Background: an optimization exercise with open tools, aiming at small area, a short achievable clock period and few clock cycles per item. Do not read the settings as production practice.
Function was checked by simulation only, so behaviour that the tests miss may differ from the original.

## run.sh

```bash
#!/bin/bash
# synth_recipe.tcl (not shown) runs the flow's synth.tcl, then flattens the netlist and writes it again
# the make line also repeats each setting of config.mk as NAME=value (left out here)
make -C /OpenROAD-flow-scripts/flow DESIGN_CONFIG=/design/flow/config.mk WORK_HOME=/design/flow/orfs CLKGATE_MAP_FILE= SYNTH_SCRIPT=/design/flow/synth_recipe.tcl finish
```

## config.mk

```make
export PLATFORM = sky130hd
export DESIGN_NAME = rs_col_decoder
export DESIGN_NICKNAME = rs_col_decoder
export VERILOG_FILES = /design/flow/design.v
export SDC_FILE = /design/flow/constraint.sdc
export NUM_CORES = 8
export LEC_CHECK = 0
export CAP_MARGIN = 20
export CORE_MARGIN = 2
export CORE_UTILIZATION = 30
export SLEW_MARGIN = 20
```

## constraint.sdc

```tcl
create_clock -name core_clock -period 12.0 [get_ports {clk}]
set_input_delay 2.4000 -clock core_clock [delete_from_list [all_inputs] [get_ports {clk}]]
set_output_delay 2.4000 -clock core_clock [all_outputs]
set_load 0.01 [all_outputs]
```

## design.v

```verilog
module rs_gf_mul (
    input  wire [7:0] a,
    input  wire [7:0] b,
    output wire [7:0] p
);
    reg [14:0] t;
    integer i;
    always @* begin
        t = 15'd0;
        for (i = 0; i < 8; i = i + 1)
            if (b[i]) t = t ^ ({7'd0, a} << i);
        for (i = 14; i >= 8; i = i - 1)
            if (t[i]) t = t ^ (15'h011d << (i - 8));
    end
    assign p = t[7:0];
endmodule
module rs_gf_inv (
    input  wire [7:0] a,
    output reg  [7:0] inv
);
    always @* begin
        case (a)
      8'h00: inv = 8'h00;
      8'h01: inv = 8'h01;
      8'h02: inv = 8'h8e;
      8'h03: inv = 8'hf4;
      8'h04: inv = 8'h47;
      8'h05: inv = 8'ha7;
      8'h06: inv = 8'h7a;
      8'h07: inv = 8'hba;
      8'h08: inv = 8'had;
      8'h09: inv = 8'h9d;
      8'h0a: inv = 8'hdd;
      8'h0b: inv = 8'h98;
      8'h0c: inv = 8'h3d;
      8'h0d: inv = 8'haa;
      8'h0e: inv = 8'h5d;
      8'h0f: inv = 8'h96;
      8'h10: inv = 8'hd8;
      8'h11: inv = 8'h72;
      8'h12: inv = 8'hc0;
      8'h13: inv = 8'h58;
      8'h14: inv = 8'he0;
      8'h15: inv = 8'h3e;
      8'h16: inv = 8'h4c;
      8'h17: inv = 8'h66;
      8'h18: inv = 8'h90;
      8'h19: inv = 8'hde;
      8'h1a: inv = 8'h55;
      8'h1b: inv = 8'h80;
      8'h1c: inv = 8'ha0;
      8'h1d: inv = 8'h83;
      8'h1e: inv = 8'h4b;
      8'h1f: inv = 8'h2a;
      8'h20: inv = 8'h6c;
      8'h21: inv = 8'hed;
      8'h22: inv = 8'h39;
      8'h23: inv = 8'h51;
      8'h24: inv = 8'h60;
      8'h25: inv = 8'h56;
      8'h26: inv = 8'h2c;
      8'h27: inv = 8'h8a;
      8'h28: inv = 8'h70;
      8'h29: inv = 8'hd0;
      8'h2a: inv = 8'h1f;
      8'h2b: inv = 8'h4a;
      8'h2c: inv = 8'h26;
      8'h2d: inv = 8'h8b;
      8'h2e: inv = 8'h33;
      8'h2f: inv = 8'h6e;
      8'h30: inv = 8'h48;
      8'h31: inv = 8'h89;
      8'h32: inv = 8'h6f;
      8'h33: inv = 8'h2e;
      8'h34: inv = 8'ha4;
      8'h35: inv = 8'hc3;
      8'h36: inv = 8'h40;
      8'h37: inv = 8'h5e;
      8'h38: inv = 8'h50;
      8'h39: inv = 8'h22;
      8'h3a: inv = 8'hcf;
      8'h3b: inv = 8'ha9;
      8'h3c: inv = 8'hab;
      8'h3d: inv = 8'h0c;
      8'h3e: inv = 8'h15;
      8'h3f: inv = 8'he1;
      8'h40: inv = 8'h36;
      8'h41: inv = 8'h5f;
      8'h42: inv = 8'hf8;
      8'h43: inv = 8'hd5;
      8'h44: inv = 8'h92;
      8'h45: inv = 8'h4e;
      8'h46: inv = 8'ha6;
      8'h47: inv = 8'h04;
      8'h48: inv = 8'h30;
      8'h49: inv = 8'h88;
      8'h4a: inv = 8'h2b;
      8'h4b: inv = 8'h1e;
      8'h4c: inv = 8'h16;
      8'h4d: inv = 8'h67;
      8'h4e: inv = 8'h45;
      8'h4f: inv = 8'h93;
      8'h50: inv = 8'h38;
      8'h51: inv = 8'h23;
      8'h52: inv = 8'h68;
      8'h53: inv = 8'h8c;
      8'h54: inv = 8'h81;
      8'h55: inv = 8'h1a;
      8'h56: inv = 8'h25;
      8'h57: inv = 8'h61;
      8'h58: inv = 8'h13;
      8'h59: inv = 8'hc1;
      8'h5a: inv = 8'hcb;
      8'h5b: inv = 8'h63;
      8'h5c: inv = 8'h97;
      8'h5d: inv = 8'h0e;
      8'h5e: inv = 8'h37;
      8'h5f: inv = 8'h41;
      8'h60: inv = 8'h24;
      8'h61: inv = 8'h57;
      8'h62: inv = 8'hca;
      8'h63: inv = 8'h5b;
      8'h64: inv = 8'hb9;
      8'h65: inv = 8'hc4;
      8'h66: inv = 8'h17;
      8'h67: inv = 8'h4d;
      8'h68: inv = 8'h52;
      8'h69: inv = 8'h8d;
      8'h6a: inv = 8'hef;
      8'h6b: inv = 8'hb3;
      8'h6c: inv = 8'h20;
      8'h6d: inv = 8'hec;
      8'h6e: inv = 8'h2f;
      8'h6f: inv = 8'h32;
      8'h70: inv = 8'h28;
      8'h71: inv = 8'hd1;
      8'h72: inv = 8'h11;
      8'h73: inv = 8'hd9;
      8'h74: inv = 8'he9;
      8'h75: inv = 8'hfb;
      8'h76: inv = 8'hda;
      8'h77: inv = 8'h79;
      8'h78: inv = 8'hdb;
      8'h79: inv = 8'h77;
      8'h7a: inv = 8'h06;
      8'h7b: inv = 8'hbb;
      8'h7c: inv = 8'h84;
      8'h7d: inv = 8'hcd;
      8'h7e: inv = 8'hfe;
      8'h7f: inv = 8'hfc;
      8'h80: inv = 8'h1b;
      8'h81: inv = 8'h54;
      8'h82: inv = 8'ha1;
      8'h83: inv = 8'h1d;
      8'h84: inv = 8'h7c;
      8'h85: inv = 8'hcc;
      8'h86: inv = 8'he4;
      8'h87: inv = 8'hb0;
      8'h88: inv = 8'h49;
      8'h89: inv = 8'h31;
      8'h8a: inv = 8'h27;
      8'h8b: inv = 8'h2d;
      8'h8c: inv = 8'h53;
      8'h8d: inv = 8'h69;
      8'h8e: inv = 8'h02;
      8'h8f: inv = 8'hf5;
      8'h90: inv = 8'h18;
      8'h91: inv = 8'hdf;
      8'h92: inv = 8'h44;
      8'h93: inv = 8'h4f;
      8'h94: inv = 8'h9b;
      8'h95: inv = 8'hbc;
      8'h96: inv = 8'h0f;
      8'h97: inv = 8'h5c;
      8'h98: inv = 8'h0b;
      8'h99: inv = 8'hdc;
      8'h9a: inv = 8'hbd;
      8'h9b: inv = 8'h94;
      8'h9c: inv = 8'hac;
      8'h9d: inv = 8'h09;
      8'h9e: inv = 8'hc7;
      8'h9f: inv = 8'ha2;
      8'ha0: inv = 8'h1c;
      8'ha1: inv = 8'h82;
      8'ha2: inv = 8'h9f;
      8'ha3: inv = 8'hc6;
      8'ha4: inv = 8'h34;
      8'ha5: inv = 8'hc2;
      8'ha6: inv = 8'h46;
      8'ha7: inv = 8'h05;
      8'ha8: inv = 8'hce;
      8'ha9: inv = 8'h3b;
      8'haa: inv = 8'h0d;
      8'hab: inv = 8'h3c;
      8'hac: inv = 8'h9c;
      8'had: inv = 8'h08;
      8'hae: inv = 8'hbe;
      8'haf: inv = 8'hb7;
      8'hb0: inv = 8'h87;
      8'hb1: inv = 8'he5;
      8'hb2: inv = 8'hee;
      8'hb3: inv = 8'h6b;
      8'hb4: inv = 8'heb;
      8'hb5: inv = 8'hf2;
      8'hb6: inv = 8'hbf;
      8'hb7: inv = 8'haf;
      8'hb8: inv = 8'hc5;
      8'hb9: inv = 8'h64;
      8'hba: inv = 8'h07;
      8'hbb: inv = 8'h7b;
      8'hbc: inv = 8'h95;
      8'hbd: inv = 8'h9a;
      8'hbe: inv = 8'hae;
      8'hbf: inv = 8'hb6;
      8'hc0: inv = 8'h12;
      8'hc1: inv = 8'h59;
      8'hc2: inv = 8'ha5;
      8'hc3: inv = 8'h35;
      8'hc4: inv = 8'h65;
      8'hc5: inv = 8'hb8;
      8'hc6: inv = 8'ha3;
      8'hc7: inv = 8'h9e;
      8'hc8: inv = 8'hd2;
      8'hc9: inv = 8'hf7;
      8'hca: inv = 8'h62;
      8'hcb: inv = 8'h5a;
      8'hcc: inv = 8'h85;
      8'hcd: inv = 8'h7d;
      8'hce: inv = 8'ha8;
      8'hcf: inv = 8'h3a;
      8'hd0: inv = 8'h29;
      8'hd1: inv = 8'h71;
      8'hd2: inv = 8'hc8;
      8'hd3: inv = 8'hf6;
      8'hd4: inv = 8'hf9;
      8'hd5: inv = 8'h43;
      8'hd6: inv = 8'hd7;
      8'hd7: inv = 8'hd6;
      8'hd8: inv = 8'h10;
      8'hd9: inv = 8'h73;
      8'hda: inv = 8'h76;
      8'hdb: inv = 8'h78;
      8'hdc: inv = 8'h99;
      8'hdd: inv = 8'h0a;
      8'hde: inv = 8'h19;
      8'hdf: inv = 8'h91;
      8'he0: inv = 8'h14;
      8'he1: inv = 8'h3f;
      8'he2: inv = 8'he6;
      8'he3: inv = 8'hf0;
      8'he4: inv = 8'h86;
      8'he5: inv = 8'hb1;
      8'he6: inv = 8'he2;
      8'he7: inv = 8'hf1;
      8'he8: inv = 8'hfa;
      8'he9: inv = 8'h74;
      8'hea: inv = 8'hf3;
      8'heb: inv = 8'hb4;
      8'hec: inv = 8'h6d;
      8'hed: inv = 8'h21;
      8'hee: inv = 8'hb2;
      8'hef: inv = 8'h6a;
      8'hf0: inv = 8'he3;
      8'hf1: inv = 8'he7;
      8'hf2: inv = 8'hb5;
      8'hf3: inv = 8'hea;
      8'hf4: inv = 8'h03;
      8'hf5: inv = 8'h8f;
      8'hf6: inv = 8'hd3;
      8'hf7: inv = 8'hc9;
      8'hf8: inv = 8'h42;
      8'hf9: inv = 8'hd4;
      8'hfa: inv = 8'he8;
      8'hfb: inv = 8'h75;
      8'hfc: inv = 8'h7f;
      8'hfd: inv = 8'hff;
      8'hfe: inv = 8'h7e;
      8'hff: inv = 8'hfd;
            default: inv = 8'h00;
        endcase
    end
endmodule
module rs_col_decoder (
    input  wire       clk,
    input  wire       rst,
    input  wire       in_valid,
    output wire       in_ready,
    input  wire [7:0] in_data,
    input  wire       in_erase,
    output reg        corr_valid,
    output reg  [7:0] corr_pos,
    output reg  [7:0] corr_val,
    output reg        res_valid,
    output reg        res_fail
);
    localparam [2:0] S_IN  = 3'd0,
                     S_BM  = 3'd1,
                     S_OM  = 3'd2,
                     S_CI  = 3'd3,
                     S_CH  = 3'd4,
                     S_FIN = 3'd5;
    localparam [33*8-1:0] POWJ  = {8'h9d, 8'hc0, 8'h60, 8'h30, 8'h18, 8'h0c, 8'h06, 8'h03, 8'h8f, 8'hc9, 8'hea, 8'h75, 8'hb4, 8'h5a, 8'h2d, 8'h98, 8'h4c, 8'h26, 8'h13, 8'h87, 8'hcd, 8'he8, 8'h74, 8'h3a, 8'h1d, 8'h80, 8'h40, 8'h20, 8'h10, 8'h08, 8'h04, 8'h02, 8'h01};
    localparam [33*8-1:0] POW8J = {8'h02, 8'h1b, 8'h2c, 8'hf7, 8'h12, 8'hc3, 8'h51, 8'h1c, 8'h82, 8'h95, 8'he3, 8'hfc, 8'he6, 8'h49, 8'ha8, 8'h4f, 8'h85, 8'h3b, 8'h81, 8'h0d, 8'hd9, 8'hfe, 8'hfd, 8'h65, 8'h5f, 8'h5d, 8'h46, 8'h6a, 8'h9d, 8'h8f, 8'h4c, 8'h1d, 8'h01};
    localparam [7:0] ALPHA_247 = 8'h83;    
    localparam [7:0] ALPHA_INV = 8'h8e;    
    reg  [2:0] state;
    reg  [7:0] cnt;         
    reg  [5:0] nera;        
    reg  [5:0] len;         
    reg  [7:0] gam;         
    reg  [7:0] xpos;        
    reg  [5:0] nroot;       
    reg  [7:0] syn [0:31];  
    reg  [7:0] win [0:31];  
    reg  [7:0] lam [0:32];  
    reg  [7:0] bb  [0:32];  
    reg  [7:0] om  [0:31];  
    wire       accept = in_valid && (state == S_IN);
    assign in_ready = (state == S_IN);
    wire [7:0] syn_mul [0:31];
    genvar g;
    generate
        for (g = 0; g < 32; g = g + 1) begin : g_syn
            rs_gf_mul u_mul (.a(syn[g]), .b(POWJ[8*g +: 8]), .p(syn_mul[g]));
        end
    endgenerate
    wire [7:0] xpos_next;
    rs_gf_mul u_xpos (.a(xpos), .b(ALPHA_INV), .p(xpos_next));
    wire [7:0] dprod [0:31];
    generate
        for (g = 0; g < 32; g = g + 1) begin : g_disc
            rs_gf_mul u_mul (.a(lam[g]), .b(win[g]), .p(dprod[g]));
        end
    endgenerate
    reg [7:0] delta;
    integer i;
    always @* begin
        delta = 8'd0;
        for (i = 0; i < 32; i = i + 1) delta = delta ^ dprod[i];
    end
    wire [7:0] fac = (state == S_IN) ? xpos : delta;
    wire [7:0] gam_l = (state == S_IN) ? 8'h01 : gam;
    wire [7:0] lam_g  [0:32];
    wire [7:0] fac_b  [0:32];
    generate
        for (g = 0; g < 33; g = g + 1) begin : g_lam
            rs_gf_mul u_mg (.a(lam[g]), .b(gam_l), .p(lam_g[g]));
            if (g == 0) begin : g_b0
                assign fac_b[g] = 8'd0;
            end else begin : g_bn
                wire [7:0] bsrc = (state == S_IN) ? lam[g-1] : bb[g-1];
                rs_gf_mul u_mb (.a(bsrc), .b(fac), .p(fac_b[g]));
            end
        end
    endgenerate
    wire [7:0] lam_step [0:32];
    wire [7:0] lam_init [0:32];
    wire [7:0] om_step  [0:31];
    wire [7:0] om_init  [0:31];
    generate
        for (g = 0; g < 33; g = g + 1) begin : g_chl
            rs_gf_mul u_ms (.a(lam[g]), .b(POWJ[8*g +: 8]),  .p(lam_step[g]));
            rs_gf_mul u_mi (.a(lam[g]), .b(POW8J[8*g +: 8]), .p(lam_init[g]));
        end
        for (g = 0; g < 32; g = g + 1) begin : g_cho
            rs_gf_mul u_ms (.a(om[g]), .b(POWJ[8*g +: 8]),  .p(om_step[g]));
            rs_gf_mul u_mi (.a(om[g]), .b(POW8J[8*g +: 8]), .p(om_init[g]));
        end
    endgenerate
    reg [7:0] lam_sum, lam_odd, om_sum;
    reg [5:0] lam_deg;
    always @* begin
        lam_sum = 8'd0;
        lam_odd = 8'd0;
        om_sum  = 8'd0;
        lam_deg = 6'd0;
        for (i = 0; i < 33; i = i + 1) begin
            lam_sum = lam_sum ^ lam[i];
            if (i % 2 == 1) lam_odd = lam_odd ^ lam[i];
            if (lam[i] != 8'd0) lam_deg = i[5:0];
        end
        for (i = 0; i < 32; i = i + 1) om_sum = om_sum ^ om[i];
    end
    wire [7:0] odd_inv;
    wire [7:0] err_val;
    rs_gf_inv u_inv (.a(lam_odd), .inv(odd_inv));
    rs_gf_mul u_forney (.a(om_sum), .b(odd_inv), .p(err_val));
    wire is_root = (lam_sum == 8'd0);
    wire [6:0] rf1 = {1'b0, cnt[5:0]} + {1'b0, nera};    
    wire       bm_active = ({2'b00, cnt} >= {4'd0, nera});   
    always @(posedge clk) begin
        corr_valid <= 1'b0;
        res_valid  <= 1'b0;
        if (rst) begin
            state    <= S_IN;
            cnt      <= 8'd0;
            nera     <= 6'd0;
            len      <= 6'd0;
            gam      <= 8'h01;
            xpos     <= ALPHA_247;
            nroot    <= 6'd0;
            res_fail <= 1'b0;
            for (i = 0; i < 32; i = i + 1) syn[i] <= 8'd0;
            for (i = 0; i < 33; i = i + 1) begin
                lam[i] <= (i == 0) ? 8'h01 : 8'h00;
                bb[i]  <= (i == 0) ? 8'h01 : 8'h00;
            end
        end else begin
            case (state)
            S_IN: if (accept) begin
                for (i = 0; i < 32; i = i + 1) syn[i] <= syn_mul[i] ^ in_data;
                xpos <= xpos_next;
                if (in_erase && nera != 6'd33) begin
                    nera <= nera + 6'd1;
                    if (nera != 6'd32) begin
                        len <= len + 6'd1;    
                        for (i = 0; i < 33; i = i + 1) begin
                            lam[i] <= lam_g[i] ^ fac_b[i];
                            bb[i]  <= lam_g[i] ^ fac_b[i];
                        end
                    end
                end
                win[0] <= syn_mul[0] ^ in_data;
                for (i = 1; i < 32; i = i + 1) win[i] <= 8'd0;
                if (cnt == 8'd247) begin
                    cnt   <= 8'd0;
                    state <= S_BM;
                end else begin
                    cnt <= cnt + 8'd1;
                end
            end
            S_BM: begin
                if (bm_active) begin
                    if (delta == 8'd0) begin
                        bb[0] <= 8'd0;
                        for (i = 1; i < 33; i = i + 1) bb[i] <= bb[i-1];
                    end else begin
                        for (i = 0; i < 33; i = i + 1) lam[i] <= lam_g[i] ^ fac_b[i];
                        if ({len, 1'b0} <= rf1) begin
                            for (i = 0; i < 33; i = i + 1) bb[i] <= lam[i];
                            len <= rf1[5:0] + 6'd1 - len;
                            gam <= delta;
                        end else begin
                            bb[0] <= 8'd0;
                            for (i = 1; i < 33; i = i + 1) bb[i] <= bb[i-1];
                        end
                    end
                end
                if (cnt == 8'd31) begin
                    cnt    <= 8'd0;
                    state  <= S_OM;
                    win[0] <= syn[0];
                    for (i = 1; i < 32; i = i + 1) win[i] <= 8'd0;
                end else begin
                    cnt    <= cnt + 8'd1;
                    win[0] <= syn[cnt[4:0] + 5'd1];
                    for (i = 1; i < 32; i = i + 1) win[i] <= win[i-1];
                end
            end
            S_OM: begin
                om[31] <= delta;
                for (i = 0; i < 31; i = i + 1) om[i] <= om[i+1];
                win[0] <= syn[cnt[4:0] + 5'd1];
                for (i = 1; i < 32; i = i + 1) win[i] <= win[i-1];
                if (cnt == 8'd31) begin
                    cnt   <= 8'd0;
                    state <= S_CI;
                end else begin
                    cnt <= cnt + 8'd1;
                end
            end
            S_CI: begin
                for (i = 0; i < 33; i = i + 1) lam[i] <= lam_init[i];
                for (i = 0; i < 32; i = i + 1) om[i]  <= om_init[i];
                nroot <= 6'd0;
                state <= S_CH;
            end
            S_CH: begin
                if (is_root) begin
                    if (nroot != 6'd63) nroot <= nroot + 6'd1;
                    if (err_val != 8'd0) begin
                        corr_valid <= 1'b1;
                        corr_pos   <= cnt;
                        corr_val   <= err_val;
                    end
                end
                for (i = 0; i < 33; i = i + 1) lam[i] <= lam_step[i];
                for (i = 0; i < 32; i = i + 1) om[i]  <= om_step[i];
                if (cnt == 8'd247) begin
                    cnt   <= 8'd0;
                    state <= S_FIN;
                end else begin
                    cnt <= cnt + 8'd1;
                end
            end
            S_FIN: begin
                res_valid <= 1'b1;
                res_fail  <= (nera > 6'd32) || (nroot != len) || (lam_deg != len) ||
                             ({len, 1'b0} > {1'b0, nera} + 7'd32);
                state <= S_IN;
                nera  <= 6'd0;
                len   <= 6'd0;
                gam   <= 8'h01;
                xpos  <= ALPHA_247;
                for (i = 0; i < 32; i = i + 1) syn[i] <= 8'd0;
                for (i = 0; i < 33; i = i + 1) begin
                    lam[i] <= (i == 0) ? 8'h01 : 8'h00;
                    bb[i]  <= (i == 0) ? 8'h01 : 8'h00;
                end
            end
            default: state <= S_IN;
            endcase
        end
    end
endmodule
```

==> impl_metrics.yaml <==
status:
  status: "timing/DRC/antenna clean"
final_layout:
  mostFrequentLayoutCell: "xnor2_1"
  layout.nets: 24860
  layout_common_cells: "xnor2_1, nand2_1, nor2_1"
  utilization: 0.3250
  drive_gt1_frac: 0.05987
  final_cells: 33340
  area_growth_pct: 8.051
placement:
  io_buffers: 31
  dp_cells: 32900
  pre_cts_slack_ns: 2.210
  dp_hpwl_um: 770500
  gp_routability_congestion: 1.101
grt:
  grt_max_degree: 207
  antenna_found_initial: 117
  first_global_vias: 175700
  grt_usage: 0.3195
  grt_first_pass_wirelength_um: 1474000
  grt_overflow: 0
yosys:
  synth_area_um2: 191200
  netlist_top_cells_area: "xnor2_1, nand2_1, dfxtp_1"
  syn_inst: 26060
  synth_area_leader_cell: "xnor2_1"
  synth-seq-cells: 1352
  ys_seq_area_frac: 0.1692
  ys_warn_count: 13
  ys_types: 97
  async_flop_share: 0
  synth_top_area_share: 0.3228
  synth-edff-count: 528
  synth.net_count: 26230
  ys.flop_type: "dfxtp_1"
  synth.avg_cell_area_um2: 7.337
worst_setup_path:
  crit_path_cell_trace: "buf_4 -> nand2_1 -> xnor2_1 -> xnor2_1 -> xnor2_1 -> xnor2_2 -> xnor3_1 -> xnor2_1 -> xnor3_1 -> xnor3_2 -> and4_1 -> nand4_1 -> o21ai_0 -> a21oi_4 -> inv_6 -> buf_4 -> buf_4 -> a21oi_1 -> a21oi_1 -> a21oi_1 -> a221oi_1"
  cp_common_cell: "xnor2_1"
  crit_type: "flop to flop"
  r2r_cells: 21
  cp.arrival_ns: 11.08
  rr_endpoint: "lam[25][6]"
  critPathSlowestCell: "xnor3_2"
  critPathCapture: "lam[25][6]"
  startpoint: "lam[25][7]"
  cp-start-kind: "flop"
  timing.rr.start: "lam[25][7]"
  path_max_fanout: 36
  r2r_slack_ns: 1.67
  critPathCaptureType: "flop"
  crit_required_ns: 12.75
  slowest_delay_ns: 1.29
clocking:
  clockBufferDepth: 4
  clk_pin_slew_ns: 0.07
  ctsResizeCount: 0
  cts_root_buffer: "clkbuf_16"
  worstSkewPairLatency_ns: 1.03
  cts_hold_buf: 0
  numClockSinks: 1352
  postCtsSetupRepairBufs: 0
  htreeDepth: 4
  cts_buffers: 182
  cts_tree: "built"
die:
  core_area_um2: 635700
  die_h_um: 802.4
  die_area_um2: 643800
  start_util: 0.3008
  num_rows: 293
  dieWidth_um: 802.4
  io_pins: 32
timing:
  hold_viol: 0
  timing.hold.ws_ns: 0.4925
  fin_skew_ns: 0.1449
  relSlewSlack: 0.07590
  period_needed_ns: 10.33
  fin_setup_tns_ns: 0
  worstMarginPinSlew_ns: 1.379
  min_period_over_period: 0.8611
  rsz0062_at_grt: "no"
  setup_violations: 0
  clock.fmax_ghz: 0.09678
  final.setup.worst_slack_ns: 1.667
  slew_viol_final: 0
worst_hold_path:
  min_path_type: "flop to flop"
  hold_depth: 2
routing:
  drc: 0
  drtIter0Drc: 31780
  avgRoutedWirePerCell_um: 32.51
  drt-total-wl_um: 1084000
  vias: 193100
  viasPerCell: 5.790
  ant_nets: 0
  dr.pass1.iters: 9
run:
  cap_viol_max_count: 0
## logic make-up (layout without fill, tap and decap cells)
family | after synthesis | in the layout | share of synthesized area
xor gates and xnor gates | 9166 | 9166 | 0.4358
and+or+nand+nor | 8751 | 8751 | 0.1835
AOI/OAI and AO/OA | 3473 | 3473 | 0.1208
buffers and inverters | 2738 | 1515 | 0.05706
DFF | 1352 | 1352 | 0.1692
muxes | 425 | 425 | 0.02336
adders and majority gates | 156 | 156 | 0.01029
other | 0 | 97 | 0
## through the flow
| step | instance area (um2) |
|---|---|
| 2_1_floorplan | 191200 |
| 5_1_grt | 206400 |
| 3_5_place_dp | 200100 |
| 4_1_cts | 206200 |
| 3_3_place_gp | 200000 |
| 6_report | 206600 |
## Yosys cell counts, types with 217 or more instances
| library cell | instances |
|---|---|
| xnor2_1 | 7047 |
| a221oi_1 | 217 |
| a22oi_1 | 381 |
| edfxtp_1 | 528 |
| nand3_1 | 289 |
| dfxtp_1 | 824 |
| nor2_1 | 2802 |
| inv_1 | 255 |
| clkbuf_1 | 1611 |
| and2_1 | 282 |
| a21oi_1 | 717 |
| mux2i_1 | 372 |
| o21ai_0 | 847 |
| buf_2 | 340 |
| buf_1 | 469 |
| a211oi_1 | 278 |
| xor2_1 | 1855 |
| nand2_1 | 4805 |
| nor3_1 | 302 |
## layout make-up
type                            instances  area (um2)
Tap cell                             8407       10520
Sequential cell                      1352       32360
Clock buffer                          260        5160
Antenna cell                           97       242.7
Multi-Input combinational cell      21970      148700
Fill cell                           67650      429100
Clock inverter                         75       888.4
Timing Repair Buffer                  910        7680
Inverter                              270        1037
## metal layers
layer	global-route usage	part of all wire
met2	0.4603	0.41
met5	0	0.00029
met1	0.4088	0.38
met3	0.09156	0.13
met4	0.2225	0.085
## worst max-delay path: cells and delay by family, from the launching register on
family / cells / cell delay, ns
DFF: 1 / 0.53
and+or+nand+nor: 3 / 1.27
AOI/OAI and AO/OA: 6 / 1.67
xor gates and xnor gates: 8 / 4.61
buffers and inverters: 4 / 1.83
## state kept, by name, indices dropped and copies added (netlist names), 3 cells and up
signal    flops
syn         256
cnt           8
win         256
gam           8
nera          6
bb          256
corr_pos      8
state         3
corr_val      8
nroot         6
xpos          8
len           6
om          256
lam         264
## how the worst min path moves through the flow
stage / start / end / slack [ns]
finish: syn[14][4] / syn[14][4] / 0.49
global route: syn[30][7] / syn[30][7] / 0.51
CTS: bb[19][1] / bb[19][1] / 0.49
detailed placement: bb[19][1] / bb[19][1] / 0.48
global placement: bb[19][1] / bb[19][1] / 0.48
floorplan: om[1][0] / om[0][0] / 0.42
Testbench counts, summed over its fixed seeds: cycles 449,608, columns 800.

-- port drivers added, routing unchanged --
The flow's constraints put no driver on any port. The routed layout listed below was extracted and timed again, unchanged, in two steps. Step 1, drivers: a clkbuf_16 drives clk and a buf_2 each remaining input, both assumed. Step 2 also shifts input and output timing later by t, the mid clock arrival at the registers, as if the neighbouring blocks saw the same clock. Slacks: ideal ports / drivers / drivers and shift; pairs: ideal ports / drivers.
t, ns: 1.082
setup slack, ns: 1.667 / 1.667 / 1.667
pins driven straight from the clock port: 1
After both steps this run still meets setup and hold. For this run, drivers alone change the setup slack by 0.000 ns; drivers and shift together by 0.000 ns.
